Source: an optimization exercise on an open RTL-to-GDS flow (aim: small area, a short achievable clock period and few clock cycles per item). Production flows keep margins and buffers that such runs may drop.
At most, simulation tests tie the RTL to the original design; equivalence was not proved.

==> flow/design.v (excerpt) <==
module elrek_tx (
    input  wire         clk,
    input  wire         rst,
    input  wire [30:0]  seed,
    input  wire         st_valid,
    output wire         st_ready,
    input  wire [3:0]   st_type,
    input  wire [3:0]   st_seq,
    input  wire [511:0] st_payload,
    output reg          tx_valid,
    output reg  [31:0]  tx_data
);
    localparam [3:0] T_ALIGN = 4'h4;
    reg  [511:0] P;          
    reg  [7:0]   tq;         
    reg          ready;
    reg          ready_o;    
    reg          pfull;      
    reg          mk;         
    reg  [3:0]   wp;         
    reg  [30:0]  scr;
    reg  [15:0]  H;          
    reg          hv;         
    reg  [33:0]  B;          
    reg  [5:0]   c;          
    reg          fresh;      
    reg  [10:0]  hist;       
    assign st_ready = ready_o;
    wire align = (tq[7:4] == T_ALIGN);
    wire [15:0] marker;
    wire       k1 = hv & mk;
    wire       k2 = ~hv & mk;
    wire       k4 = ~hv & ~mk;
    wire [1:0] hs = c[5] ? 2'd3 : (~pfull | ~k2) ? (k4 ? 2'd2 : 2'd1) : 2'd0;
  ...
Settings: LEC_CHECK=0, CAP_MARGIN=20, CORE_MARGIN=2, CORE_UTILIZATION=55, SLEW_MARGIN=20, SYNTH_HIERARCHICAL=1; clock period 80.0 ns.
standard.sh (not shown) runs the stock make flow with config.mk's settings and CLKGATE_MAP_FILE= SYNTH_SCRIPT=/design/flow/synth_recipe.tcl, a recipe that flattens the netlist after the stock synthesis.
==> flow/flow/run.sh <==
#!/bin/bash
# The standard layout (standard.sh), with these ORFS settings changed:
#  - ABC_LOAD_IN_FF=1: ABC sizes the small one-gate modules of the datapath
#    for a light load instead of upsizing them;
#  - port buffers use the smallest buffer cell (buf_1) rather than the delay
#    cell that buffer_ports picks by default;
#  - clock tree: clkbuf_16 buffers, sinks clustered in groups of up to 24
#    within 120 um, no dummy loads;
#  - repair_timing aims at a setup slack of 63.3 ns (the clock is 80 ns, the
#    I/O delays 16 ns each), without cloning gates.
# Each ORFS step keeps its own log under orfs/logs; make's output goes to
# standard.log.
set -euo pipefail
bash standard.sh ABC_LOAD_IN_FF=1 SETUP_SLACK_MARGIN=63.3 SKIP_GATE_CLONING=1 \
    "BUFFER_PORTS_ARGS=-buffer_cell sky130_fd_sc_hd__buf_1" \
    "CTS_ARGS=-sink_clustering_enable -repair_clock_nets -sink_clustering_size 24 -sink_clustering_max_diameter 120 -buf_list sky130_fd_sc_hd__clkbuf_16 -dont_use_dummy_load" \
    finish > standard.log 2>&1
Testbench counts at the start, summed over its fixed seeds: cycles 52,836, items 3,200.
Next try:
Settings changed: CORE_UTILIZATION 55 to 70.
=> Critical path depth stays the same. Clock-buffer cell count drops by 3. Non-clock buffer count goes up by 1. Global-route usage increases by 9.9 points. Routed wire length falls by 1.4%. Area after synthesis is unchanged. Via count increases by about 5%. Core utilization went up by 17 points. Worst hold slack is worse by 12 ps.
Next try:
--- a/flow/flow/run.sh
+++ b/flow/flow/run.sh
@@ -8,3 +8 @@
-#    within 120 um, no dummy loads;
-#  - repair_timing aims at a setup slack of 63.3 ns (the clock is 80 ns, the
-#    I/O delays 16 ns each), without cloning gates.
+#    within 120 um, no dummy loads.
Settings changed: CORE_UTILIZATION 70 to 55, CTS_BUF_LIST set to sky130_fd_sc_hd__clkbuf_8, CTS_CLUSTER_SIZE set to 30.
Result: The new run completed with no timing, DRC or antenna violations; non-clock buffer count came out lower by 1; utilization goes down by 17 points; cell area is higher by about 0.5%.
Next try:
--- a/flow/flow/run.sh
+++ b/flow/flow/run.sh
@@ -12 +12 @@
-bash standard.sh ABC_LOAD_IN_FF=1 SETUP_SLACK_MARGIN=63.3 SKIP_GATE_CLONING=1 \
+bash standard.sh ABC_LOAD_IN_FF=1 SETUP_SLACK_MARGIN=63.3 SKIP_GATE_CLONING=1 MATCH_CELL_FOOTPRINT=0 \
Effect: Final cell count barely changes. Design area barely changes. Routed wire length barely changes. Non-clock buffer count grows by 1. First-iteration DRC count barely changes. Clock-buffer cell count does not change. Synthesized area stays the same. Critical path depth does not change. Worst setup slack is better by 24 ps.

--- another note on this design; it stands on its own ---

== the reference run ==
==> flow/design.v (excerpt) <==
module elrek_tx (
    input  wire         clk,
    input  wire         rst,
    input  wire [30:0]  seed,
    input  wire         st_valid,
    output wire         st_ready,
    input  wire [3:0]   st_type,
    input  wire [3:0]   st_seq,
    input  wire [511:0] st_payload,
    output reg          tx_valid,
    output reg  [31:0]  tx_data
);
    localparam [3:0] T_ALIGN = 4'h4;
    reg  [511:0] P;          
    reg  [7:0]   tq;         
    reg          ready;
    reg          pfull;      
    reg          mk;         
    reg  [3:0]   wp;         
    reg  [30:0]  scr;
    reg  [62:0]  B;          
    reg  [5:0]   c;          
    reg          fresh;      
    assign st_ready = ready;
    wire align = (tq[7:4] == T_ALIGN);
    wire cq0 = P[119] ^ P[246] ^ P[373] ^ P[500];
    wire cq1 = P[120] ^ P[247] ^ P[374] ^ P[501];
    wire cq2 = P[121] ^ P[248] ^ P[375] ^ P[502];
    wire cq3 = P[15] ^ P[142] ^ P[269] ^ P[396];
    wire cq4 = P[122] ^ P[249] ^ P[376] ^ P[503];
    wire cq5 = P[72] ^ P[199] ^ P[326] ^ P[453];
    wire cq6 = P[89] ^ P[216] ^ P[343] ^ P[470];
    wire cq7 = P[16] ^ P[143] ^ P[270] ^ P[397];
    wire cq8 = P[123] ^ P[250] ^ P[377] ^ P[504];
    wire cq9 = P[79] ^ P[206] ^ P[333] ^ P[460];
    wire cq10 = P[38] ^ P[165] ^ P[292] ^ P[419];
    wire cq11 = P[73] ^ P[200] ^ P[327] ^ P[454];
    wire cq12 = P[54] ^ P[181] ^ P[308] ^ P[435];
    wire cq13 = P[90] ^ P[217] ^ P[344] ^ P[471];
    wire cq14 = P[17] ^ P[144] ^ P[271] ^ P[398];
  ...
For scale: ~3300 cells after synthesis, roughly 660 flip-flops, roughly 590 I/O pins.
==> flow/config.mk <==
export PLATFORM = sky130hd
export DESIGN_NAME = elrek_tx
export DESIGN_NICKNAME = elrek_tx
export VERILOG_FILES = /design/flow/design.v
export SDC_FILE = /design/flow/constraint.sdc
export NUM_CORES = 8
export LEC_CHECK = 0
export CAP_MARGIN = 20
export CORE_MARGIN = 2
export CORE_UTILIZATION = 40
export SLEW_MARGIN = 20
==> flow/constraint.sdc <==
create_clock -name core_clock -period 80.0 [get_ports {clk}]
set_input_delay 16.0000 -clock core_clock [delete_from_list [all_inputs] [get_ports {clk}]]
set_output_delay 16.0000 -clock core_clock [all_outputs]
set_load 0.01 [all_outputs]
standard.sh (not shown) runs the stock make flow with config.mk's settings and CLKGATE_MAP_FILE= SYNTH_SCRIPT=/design/flow/synth_recipe.tcl, a recipe that flattens the netlist after the stock synthesis.
==> flow/flow/run.sh <==
#!/bin/bash
set -euo pipefail
export BUFFER_PORTS_ARGS="-buffer_cell sky130_fd_sc_hd__buf_1"
bash standard.sh > standard.log 2>&1
Every stage of the flow completed for the reference run, and the final layout passed the timing, design-rule and antenna checks.
[inputs] the trial run vs the reference run
- CTS_CLUSTER_SIZE: unset -> 30
- CTS_BUF_LIST: unset -> sky130_fd_sc_hd__clkbuf_8
- CORE_UTILIZATION: 40 -> 55
Lower routed length on met2 was reported by the trial run, not the reference run. Worst-case setup margin in the final layout: the trial run and the reference run compared, higher one is the trial run. Met2 demand-to-capacity share in global routing | the trial run above the reference run. Area of placed instances of the trial run falls short of that of the reference run slightly. Between the trial run and the reference run, the non-clock buffer share of cell area figures differ only marginally. Compared to the reference run, the trial run has post-route core utilization 16 points higher. Summary — number of nets in the layout, the trial run relative to the reference run: higher, by about 0.7%. [the trial run] number of clock-tree buffers in the layout rose 34 relative to the reference run.
No functional check of the RTL was part of any run of this note.

## static timing again, ports no longer ideal
The flow's constraints put no driver on any port. The routed layouts listed below were extracted and timed again, unchanged, in two steps. Step 1 assumes that a clkbuf_16 drives the clock port and a buf_2 every other input. Step 2 times the ports against the registers' clock, not the clock port: input delays grow and output delays shrink by t, the midpoint of the rising clock arrivals with the driver on. Slacks: ideal / step 1 / step 2; pairs: ideal / step 1.
run | t, ns | setup WS [ns] | hold WS [ns] | latest minus earliest clock arrival (ns) | cell pins on the clock port's net
the first run of note 1 | 0.641 | 62.948 / 62.878 / 62.777 | 0.566 / 0.566 / 0.566 | 0.090 / 0.090 | 1
the second run of note 1 | 0.706 | 62.872 / 62.805 / 62.696 | 0.554 / 0.554 / 0.554 | 0.079 / 0.078 | 1
the third run of note 1 | 0.641 | 62.948 / 62.878 / 62.777 | 0.566 / 0.566 / 0.566 | 0.090 / 0.090 | 1
the fourth run of note 1 | 0.639 | 62.972 / 62.903 / 62.774 | 0.532 / 0.532 / 0.532 | 0.046 / 0.047 | 1
the reference run | 0.726 | 62.351 / 62.276 / 62.384 | 0.569 / 0.569 / 0.569 | 0.033 / 0.033 | 1
the trial run | 0.808 | 62.403 / 62.335 / 62.327 | 0.585 / 0.585 / 0.585 | 0.070 / 0.070 | 1
After both steps setup and hold are still met in every run listed. The setup slack of the fourth run of note 1, which loses most, moves by -0.069 ns with the drivers and by -0.198 ns with both steps.
